Source: an optimization exercise on an open RTL-to-GDS flow (aim: small area and a short achievable clock period). Production flows keep margins and buffers that such runs may drop. In this exercise RTL edits were held to simulation tests only and were not proved equivalent to the original.

==> inputs of v10 <==
Design easel_xu, start of the top module:
module easel_xu (
    input  wire        clk,
    input  wire        rst,         
    input  wire        issue,
    input  wire [31:0] instr,
    input  wire [31:0] opa,         
    input  wire [31:0] opb,         
    input  wire        sat_clr,     
    output reg         w1_valid,
    output reg  [4:0]  w1_rd,
    output reg  [31:0] w1_data,
    output reg         w3_valid,
    output reg  [4:0]  w3_rd,
    output wire [31:0] w3_data,
    output reg         ill,
    output wire        sat
);
Settings: LEC_CHECK=0, ABC_AREA=1, CAP_MARGIN=20, CORE_MARGIN=2, CORE_UTILIZATION=50, SLEW_MARGIN=20; clock period 10.5 ns.
standard.sh (not shown) runs the stock make flow with config.mk's settings and CLKGATE_MAP_FILE= SYNTH_SCRIPT=/design/flow/synth_recipe.tcl, a recipe that flattens the netlist after the stock synthesis.
==> flow/flow/run.sh <==
#!/bin/bash
set -euo pipefail
bash standard.sh "BUFFER_PORTS_ARGS=-buffer_cell sky130_fd_sc_hd__buf_2" \
  SETUP_SLACK_MARGIN=5.75 MATCH_CELL_FOOTPRINT=0 finish > standard_make.log 2>&1
==> v8: changes against v10 <==
--- a/flow/design.v
+++ b/flow/design.v
@@ -365,51 +365,52 @@
         end
     end
     wire [31:0] w32   = v48[47:16];
     wire        st0   = |v48[14:0];
     wire        inc0  = a_r & v48[15] & (st0 | v48[16]);
     wire        st1   = |v48[30:0];
     wire        inc1  = a_r & v48[31] & (st1 | v48[32]);
     wire        fmt1  = s2_fn[0];
-    wire [31:0] rnd32 = w32 + {15'd0, fmt1 & inc1, 15'd0, ~fmt1 & inc0};
     wire        rmax0 = inc0 & (w32 == 32'h7FFF_FFFF);
     wire        rmax1 = inc1 & (w32[31:16] == 16'h7FFF);
     wire        a_sgn = acc_sel[63];
     wire        asat0 = a_sgn ? (~fitA & ~(fitB & rmax0)) : (~fitA | rmax0);
     wire        asat1 = a_sgn ? (~fitA & ~(fitB & rmax1)) : (~fitA | rmax1);
     reg  [31:0] accr_res;
     reg         accr_sat;
     always @(*) begin
         accr_sat = 1'b0;
         case (s2_fn[1:0])
         2'd0: begin
             accr_sat = asat0;
-            accr_res = asat0 ? (a_sgn ? 32'h8000_0000 : 32'h7FFF_FFFF) : rnd32;
+            accr_res = asat0 ? (a_sgn ? 32'h8000_0000 : 32'h7FFF_FFFF) : w32;
         end
         2'd1: begin
             accr_sat = asat1;
-            accr_res = asat1 ? (a_sgn ? 32'hFFFF_8000 : 32'h0000_7FFF)
-                             : {{16{rnd32[31]}}, rnd32[31:16]};
+            accr_res = asat1 ? (a_sgn ? 32'h8000_0000 : 32'h7FFF_0000) : w32;
         end
         2'd2: accr_res = acc_sel[63:32];
         default: accr_res = acc_sel[31:0];
         endcase
     end
     wire s2_sat = (s2_kind == K_MAC)  ? m_ovf :
                   (s2_kind == K_ACCR) ? accr_sat : 1'b0;
     wire s2_wacc = (s2_kind == K_MAC) | (s2_kind == K_ACCW);
     wire s2_wreg = (s2_kind == K_MUL) | (s2_kind == K_ACCR);
     reg  [32:0] w3_pre;
     reg         w3_q15, w3_q31;          
+    reg         w3_hi;                   
+    reg         w3_i0, w3_i16;           
     reg         sat_r;
     wire        w3_ovf = w3_pre[32] ^ w3_pre[31];
+    wire [31:0] w3_v   = w3_pre[31:0] + {15'd0, w3_i16, 15'd0, w3_i0};
     assign w3_data = (w3_q31 & w3_ovf) ? (w3_pre[32] ? 32'h8000_0000 : 32'h7FFF_FFFF) :
                      (w3_q15 & w3_ovf) ? (w3_pre[32] ? 32'hFFFF_8000 : 32'h0000_7FFF) :
-                     w3_q15 ? {{16{w3_pre[31]}}, w3_pre[31:16]} : w3_pre[31:0];
+                     w3_hi ? {{16{w3_v[31]}}, w3_v[31:16]} : w3_v;
     assign sat = sat_r | ((w3_q15 | w3_q31) & w3_ovf);
     wire [64:0] acc_wd = rst ? 65'd0 : {m_ovf, acc_new};
     wire        acc_w  = s2_valid && s2_wacc;
     always @(posedge clk) begin
         if (rst || (acc_w && s2_idx == 2'd0)) {aco0, acc0} <= acc_wd;
         if (rst || (acc_w && s2_idx == 2'd1)) {aco1, acc1} <= acc_wd;
         if (rst || (acc_w && s2_idx == 2'd2)) {aco2, acc2} <= acc_wd;
         if (rst || (acc_w && s2_idx == 2'd3)) {aco3, acc3} <= acc_wd;
@@ -442,16 +443,19 @@
         s2_c16   <= s1_pair ? 1'b0 : lo[16];
         s2_lo    <= lo[14:0];
         s2_tie31en <= (s1_inj == 2'd3);
         s2_rsv   <= rsel_n & ~aco_nx;
         s2_osel  <= |(rsel_n & aco_nx);
         s2_osgn  <= |(rsel_n & a63_nx);
         w3_rd    <= s2_rd;
         w3_pre   <= (s2_kind == K_ACCR) ? {1'b0, accr_res} : mul_pre;
+        w3_hi    <= (s2_kind == K_ACCR) ? (s2_fn[1:0] == 2'd1) : s2_q15;
+        w3_i0    <= (s2_kind == K_ACCR) & (s2_fn[1:0] == 2'd0) & inc0 & ~asat0;
+        w3_i16   <= (s2_kind == K_ACCR) & (s2_fn[1:0] == 2'd1) & inc1 & ~asat1;
         if (rst) begin
             w1_valid <= 1'b0;
             w3_valid <= 1'b0;
             ill      <= 1'b0;
             sat_r    <= 1'b0;
             w3_q15   <= 1'b0;
             w3_q31   <= 1'b0;
             s1_valid <= 1'b0;
==> flow/flow/run.sh (replaced) <==
#!/bin/bash
set -euo pipefail
bash standard.sh "BUFFER_PORTS_ARGS=-buffer_cell sky130_fd_sc_hd__buf_2" \
  SETUP_SLACK_MARGIN=5.5 finish > standard_make.log 2>&1
==> v37: changes against v10 <==
--- a/flow/design.v
+++ b/flow/design.v
@@ -56,16 +56,17 @@
     wire [32:0] aa = {sgn & opa[31], opa};
     wire [32:0] bb = {sgn & bsrc[31], bsrc} ^ {33{do_sub}};
     assign sum = aa + bb + {32'd0, do_sub};
     wire [32:0] ca = {sgn & opa[31], opa};
     wire [32:0] cb = {sgn & opb[31], opb};
     wire lt  = $signed(ca) < $signed(cb);
     wire [31:0] lb = is_imm ? {16'd0, imm} : opb;
     wire [31:0] r_and = opa & lb;
+    wire [31:0] r_or  = opa | lb;
     wire [31:0] r_xor = opa ^ lb;
     wire       sh_imm  = fn[2];
     wire [4:0] shamt   = sh_imm ? f_k : opb[4:0];
     wire       sh_left = (fn[1:0] == 2'b00);
     wire       sh_fill = (fn[1:0] == 2'b10) & opa[31];
     wire [31:0] opa_rev;
     genvar gi;
     generate
@@ -96,52 +97,55 @@
     easel_clz32 u_clz (.x(opa), .n(clz));
     wire [31:0] m_le;
     generate
         for (gi = 0; gi < 32; gi = gi + 1) begin : g_mask
             assign m_le[gi] = (gi <= f_k);
         end
     endgenerate
     wire [31:0] m_lt = {1'b0, m_le[31:1]};
-    wire        c_u   = fn[0];
-    wire [31:0] c_mb  = c_u ? {1'b0, m_le[30:0]} : m_lt;
-    wire        c_r   = ~c_u & opa[31];
-    wire        c_fit = &(~(opa ^ {32{c_r}}) | c_mb);
-    wire [31:0] c_val = c_u ? ({32{~opa[31]}} & m_le) : (m_lt ^ {32{opa[31]}});
-    wire [31:0] r_clamp = c_fit ? opa : c_val;
+    wire [30:0] eqs  = ~(opa[30:0] ^ {31{opa[31]}});
+    wire s_fits  = &(eqs | m_lt[30:0]);
+    wire [31:0] r_sat = s_fits ? opa : (m_lt ^ {32{opa[31]}});
+    wire u_big   = |(opa & ~m_le);
+    wire [31:0] r_satu = opa[31] ? 32'd0 : (u_big ? m_le : opa);
     wire q0   = (op[2:0] == 3'd0);
     wire [4:0] f = fn[4:0];
     wire s_and  = (q0 & (f == 5'h04)) | (op[2:0] == 3'd2);
     wire s_or   = (q0 & (f == 5'h05)) | (op[2:0] == 3'd3);
     wire s_xor  = (q0 & (f == 5'h06)) | (op[2:0] == 3'd4);
     wire s_shr  = q0 & (f[4:3] == 2'b01) & (f[1:0] != 2'b00);
     wire s_shl  = q0 & (f[4:3] == 2'b01) & (f[1:0] == 2'b00);
     wire s_lt   = q0 & (f[4:1] == 4'b1000);
     wire s_min  = q0 & (f[4:1] == 4'b1001);
     wire s_max  = q0 & (f[4:1] == 4'b1010);
     wire s_abs  = q0 & (f == 5'h18);
     wire s_clz  = q0 & (f == 5'h19);
-    wire s_clamp = q0 & (f[4:1] == 4'b1110);
+    wire s_sat  = q0 & (f == 5'h1C);
+    wire s_satu = q0 & (f == 5'h1D);
     wire s_lui  = (op[2:0] == 3'd5);
     wire sel_a  = (s_min & lt) | (s_max & ~lt);
     wire sel_b  = (s_min & ~lt) | (s_max & lt);
     assign use_sum = (q0 & (f[4:2] == 3'b000)) | (op[2:0] == 3'd1);
     assign sadd    = f_adds | f_subs;
-    assign other = ({32{s_and | s_or}} & r_and) |
-                   ({32{s_xor | s_or}} & r_xor) |
+    assign other = ({32{s_and}}  & r_and) |
+                   ({32{s_or}}   & r_or) |
+                   ({32{s_xor}}  & r_xor) |
                    ({32{s_shr}}  & sh_r) |
                    ({32{s_shl}}  & sh_l) |
                    ({32{s_lt}}   & {31'd0, lt}) |
                    ({32{sel_a}}  & opa) |
                    ({32{sel_b}}  & opb) |
                    ({32{s_abs}}  & r_abs) |
                    ({32{s_clz}}  & {26'd0, clz}) |
-                   ({32{s_clamp}} & r_clamp) |
+                   ({32{s_sat}}  & r_sat) |
+                   ({32{s_satu}} & r_satu) |
                    ({32{s_lui}}  & {imm, 16'd0});
-    assign sat = (f_abs & abs_min) | ((f_sat | f_satu) & ~c_fit);
+    assign sat = (f_abs & abs_min) | (f_sat & ~s_fits) |
+                 (f_satu & (opa[31] | u_big));
 endmodule
 module easel_clz32 (
     input  wire [31:0] x,
     output wire [5:0]  n
 );
     wire [7:0] z4;
     wire [15:0] c4;
     genvar g;
@@ -316,21 +320,22 @@
     reg [4:0]  s2_rd;
     reg [1:0]  s2_idx;
     reg [7:0]  s2_fn;
     reg [64:0] s2_x;
     reg [48:0] s2_y;         
     reg        s2_c16;       
     reg [14:0] s2_lo;        
     reg        s2_tie31en;
-    reg [3:0]  s2_rsv;
-    reg        s2_osel, s2_osgn;
-    wire [63:0] acc_sel = ({64{s2_rsv[0]}} & acc0) | ({64{s2_rsv[1]}} & acc1) |
-                          ({64{s2_rsv[2]}} & acc2) | ({64{s2_rsv[3]}} & acc3) |
-                          ({64{s2_osel}} & {~s2_osgn, {63{s2_osgn}}});
+    reg [3:0]  s2_rsel;
+    wire [63:0] s2_acc = ({64{s2_rsel[0]}} & acc0) | ({64{s2_rsel[1]}} & acc1) |
+                         ({64{s2_rsel[2]}} & acc2) | ({64{s2_rsel[3]}} & acc3);
+    wire        s2_acco = (s2_rsel[0] & aco0) | (s2_rsel[1] & aco1) |
+                          (s2_rsel[2] & aco2) | (s2_rsel[3] & aco3);
+    wire [63:0] acc_sel = s2_acco ? {~s2_acc[63], {63{s2_acc[63]}}} : s2_acc;
     wire [64:0] acc_in = {acc_sel[63], acc_sel};
     wire [64:0] yrow   = {15'd0, s2_y, 1'b0};
     wire [64:0] cs_s = acc_in ^ s2_x ^ yrow;
     wire [64:0] cs_c = (acc_in & s2_x) | (acc_in & yrow) | (s2_x & yrow);
     wire [64:0] add_u = {cs_s[64:1], acc_in[0]};
     wire [64:0] add_v = {cs_c[63:1], s2_c16, s2_x[0]};
     wire [64:0] sum   = add_u + add_v;
     wire        m_ovf   = sum[64] ^ sum[63];
@@ -348,55 +353,55 @@
         3'd4, 3'd6: mul_pre = {sum[16:0], 16'd0};
         default: mul_pre = {sum[48:17], sum[16] & ~s2_tie31};
         endcase
     end
     wire s2_q15 = (s2_kind == K_MUL) & s2_fn[2] & ~s2_fn[0];
     wire s2_q31 = (s2_kind == K_MUL) & s2_fn[2] & s2_fn[0];
     wire [4:0]  a_sh  = s2_fn[7:3];
     wire        a_r   = s2_fn[2];
-    wire [47:0] v48   = acc_sel[47:0] << a_sh;
+    wire [47:0] v48   = s2_acc[47:0] << a_sh;
     reg         fitA, fitB;
     integer     j;
     always @(*) begin
         fitA = 1'b1;
         fitB = 1'b1;
         for (j = 16; j < 63; j = j + 1) begin
-            if ((j + a_sh >= 47) && (acc_sel[j] != acc_sel[63])) fitA = 1'b0;
-            if ((j + a_sh >= 48) && (acc_sel[j] != acc_sel[63])) fitB = 1'b0;
+            if ((j + a_sh >= 47) && (s2_acc[j] != s2_acc[63])) fitA = 1'b0;
+            if ((j + a_sh >= 48) && (s2_acc[j] != s2_acc[63])) fitB = 1'b0;
         end
     end
     wire [31:0] w32   = v48[47:16];
     wire        st0   = |v48[14:0];
     wire        inc0  = a_r & v48[15] & (st0 | v48[16]);
     wire        st1   = |v48[30:0];
     wire        inc1  = a_r & v48[31] & (st1 | v48[32]);
     wire        fmt1  = s2_fn[0];
     wire [31:0] rnd32 = w32 + {15'd0, fmt1 & inc1, 15'd0, ~fmt1 & inc0};
     wire        rmax0 = inc0 & (w32 == 32'h7FFF_FFFF);
     wire        rmax1 = inc1 & (w32[31:16] == 16'h7FFF);
-    wire        a_sgn = acc_sel[63];
-    wire        asat0 = a_sgn ? (~fitA & ~(fitB & rmax0)) : (~fitA | rmax0);
-    wire        asat1 = a_sgn ? (~fitA & ~(fitB & rmax1)) : (~fitA | rmax1);
+    wire        a_sgn = s2_acc[63] ^ s2_acco;        
+    wire        asat0 = s2_acco | (a_sgn ? (~fitA & ~(fitB & rmax0)) : (~fitA | rmax0));
+    wire        asat1 = s2_acco | (a_sgn ? (~fitA & ~(fitB & rmax1)) : (~fitA | rmax1));
     reg  [31:0] accr_res;
     reg         accr_sat;
     always @(*) begin
         accr_sat = 1'b0;
         case (s2_fn[1:0])
         2'd0: begin
             accr_sat = asat0;
             accr_res = asat0 ? (a_sgn ? 32'h8000_0000 : 32'h7FFF_FFFF) : rnd32;
         end
         2'd1: begin
             accr_sat = asat1;
             accr_res = asat1 ? (a_sgn ? 32'hFFFF_8000 : 32'h0000_7FFF)
                              : {{16{rnd32[31]}}, rnd32[31:16]};
         end
-        2'd2: accr_res = acc_sel[63:32];
-        default: accr_res = acc_sel[31:0];
+        2'd2: accr_res = s2_acco ? {a_sgn, {31{~a_sgn}}} : s2_acc[63:32];
+        default: accr_res = s2_acco ? {32{~a_sgn}} : s2_acc[31:0];
         endcase
     end
     wire s2_sat = (s2_kind == K_MAC)  ? m_ovf :
                   (s2_kind == K_ACCR) ? accr_sat : 1'b0;
     wire s2_wacc = (s2_kind == K_MAC) | (s2_kind == K_ACCW);
     wire s2_wreg = (s2_kind == K_MUL) | (s2_kind == K_ACCR);
     reg  [32:0] w3_pre;
     reg         w3_q15, w3_q31;          
@@ -409,23 +414,16 @@
     wire [64:0] acc_wd = rst ? 65'd0 : {m_ovf, acc_new};
     wire        acc_w  = s2_valid && s2_wacc;
     always @(posedge clk) begin
         if (rst || (acc_w && s2_idx == 2'd0)) {aco0, acc0} <= acc_wd;
         if (rst || (acc_w && s2_idx == 2'd1)) {aco1, acc1} <= acc_wd;
         if (rst || (acc_w && s2_idx == 2'd2)) {aco2, acc2} <= acc_wd;
         if (rst || (acc_w && s2_idx == 2'd3)) {aco3, acc3} <= acc_wd;
     end
-    wire [3:0] rsel_n = {4{(s1_kind == K_MAC) | (s1_kind == K_ACCR)}} &
-                        {s1_idx == 2'd3, s1_idx == 2'd2, s1_idx == 2'd1, s1_idx == 2'd0};
-    wire [3:0] acc_we = {4{acc_w}} & {s2_idx == 2'd3, s2_idx == 2'd2, s2_idx == 2'd1, s2_idx == 2'd0};
-    wire [3:0] aco_nx = {4{~rst}} & ((acc_we & {4{m_ovf}}) |
-                                     (~acc_we & {aco3, aco2, aco1, aco0}));
-    wire [3:0] a63_nx = {4{~rst}} & ((acc_we & {4{sum[63]}}) |
-                                     (~acc_we & {acc3[63], acc2[63], acc1[63], acc0[63]}));
     always @(posedge clk) begin
         w1_rd    <= rd;
         w1_data  <= alu_result;
         s1_kind  <= kind0;
         s1_rd    <= rd;
         s1_idx   <= idx0;
         s1_fn    <= fn[7:0];
         s1_a     <= a_op;
@@ -437,19 +435,18 @@
         s2_rd    <= s1_rd;
         s2_idx   <= s1_idx;
         s2_fn    <= s1_fn;
         s2_x     <= s1_pair ? x_p : x_n;
         s2_y     <= s1_pair ? 49'd0 : pc[64:16];
         s2_c16   <= s1_pair ? 1'b0 : lo[16];
         s2_lo    <= lo[14:0];
         s2_tie31en <= (s1_inj == 2'd3);
-        s2_rsv   <= rsel_n & ~aco_nx;
-        s2_osel  <= |(rsel_n & aco_nx);
-        s2_osgn  <= |(rsel_n & a63_nx);
+        s2_rsel  <= {4{(s1_kind == K_MAC) | (s1_kind == K_ACCR)}} &
+                    {s1_idx == 2'd3, s1_idx == 2'd2, s1_idx == 2'd1, s1_idx == 2'd0};
         w3_rd    <= s2_rd;
         w3_pre   <= (s2_kind == K_ACCR) ? {1'b0, accr_res} : mul_pre;
         if (rst) begin
             w1_valid <= 1'b0;
             w3_valid <= 1'b0;
             ill      <= 1'b0;
             sat_r    <= 1'b0;
             w3_q15   <= 1'b0;
==> flow/run.sh (new file) <==
#!/bin/bash
# synth_recipe.tcl (not shown) runs the flow's synth.tcl, then flattens the netlist and writes it again
# the make line also repeats each setting of config.mk as NAME=value (left out here)
make -C /OpenROAD-flow-scripts/flow DESIGN_CONFIG=/design/flow/config.mk WORK_HOME=/design/flow/orfs CLKGATE_MAP_FILE= SYNTH_SCRIPT=/design/flow/synth_recipe.tcl finish
==> flow/config.mk (replaced) <==
export PLATFORM = sky130hd
export DESIGN_NAME = easel_xu
export DESIGN_NICKNAME = easel_xu
export VERILOG_FILES = /design/flow/design.v
export SDC_FILE = /design/flow/constraint.sdc
export NUM_CORES = 4
export LEC_CHECK = 0
export ABC_AREA = 1
export CAP_MARGIN = 20
export CORE_MARGIN = 2
export CORE_UTILIZATION = 55
export SETUP_SLACK_MARGIN = 5
export SLEW_MARGIN = 20
removed: flow/flow/run.sh
removed: flow/standard.sh
==> comparison table <==
quantity                                                                       v8                       v10                        v37
Antenna Cells                                                                  14                        15                         14
Chip Height                                                                378 µm                    377 µm                     362 µm
Total Nets Final                                                            10500                     10600                      10700
Mean cell area of the mapped netlist                                     7.34 µm²                  7.33 µm²                   7.24 µm²
Number of instances in the synthesized netlist                               9506                      9498                       9742
Worst R2R Start                                                     bo[4]$_DFF_P_       s1_a[21]$_SDFF_PP0_           bn[4]$_SDFF_PP0_
Fraction of cell area in non-clock buffers                                 0.0540                    0.0714                     0.0586
GR Layer Usage met2                                                         0.666                     0.705                      0.737
Hold path startpoint                                             s1_fn[0]$_DFF_P_          s1_fn[4]$_DFF_P_           s1_fn[6]$_DFF_P_
Worst path slowest cell                                  sky130_fd_sc_hd__dfxtp_2  sky130_fd_sc_hd__o21ai_0  sky130_fd_sc_hd__clkinv_1
Inverters                                                                    1423                      1386                       1367
Initial Util                                                                0.502                     0.505                      0.554
Run status                                                         finished clean            finished clean             finished clean
Width of the chip                                                          378 µm                    377 µm                     362 µm

-- afterwards: timing with drivers on the ports --
Ports are ideal in the flow. The routed layouts listed here were re-timed in OpenROAD. Step 1: set_driving_cell puts a clkbuf_16 on clk and a buf_2 on each other input, an assumption about the parent block. Step 2 also shifts input and output timing later by t, the mid clock arrival at the registers, as if the neighbouring blocks saw the same clock. Slacks: ideal ports / drivers / drivers and shift; pairs: ideal ports / drivers.
| run | t, ns | setup slack, ns | hold WS [ns] | worst setup path after step 2 | worst data-port slew with drivers (ns) |
|---|---|---|---|---|---|
| v10 | 0.800 | 5.649 / 5.664 / 4.864 | 0.326 / 0.326 / 0.326 | input to register | 0.19 |
| v8 | 0.756 | 4.762 / 4.671 / 4.806 | 0.325 / 0.325 / 0.325 | input to register | 0.08 |
| v37 | 0.784 | 4.921 / 4.974 / 4.207 | 0.329 / 0.329 / 0.329 | input to register | 0.13 |
After both steps every run listed still meets setup and hold. The setup slack of v10, which loses most, moves by +0.015 ns with the drivers and by -0.785 ns with both steps.
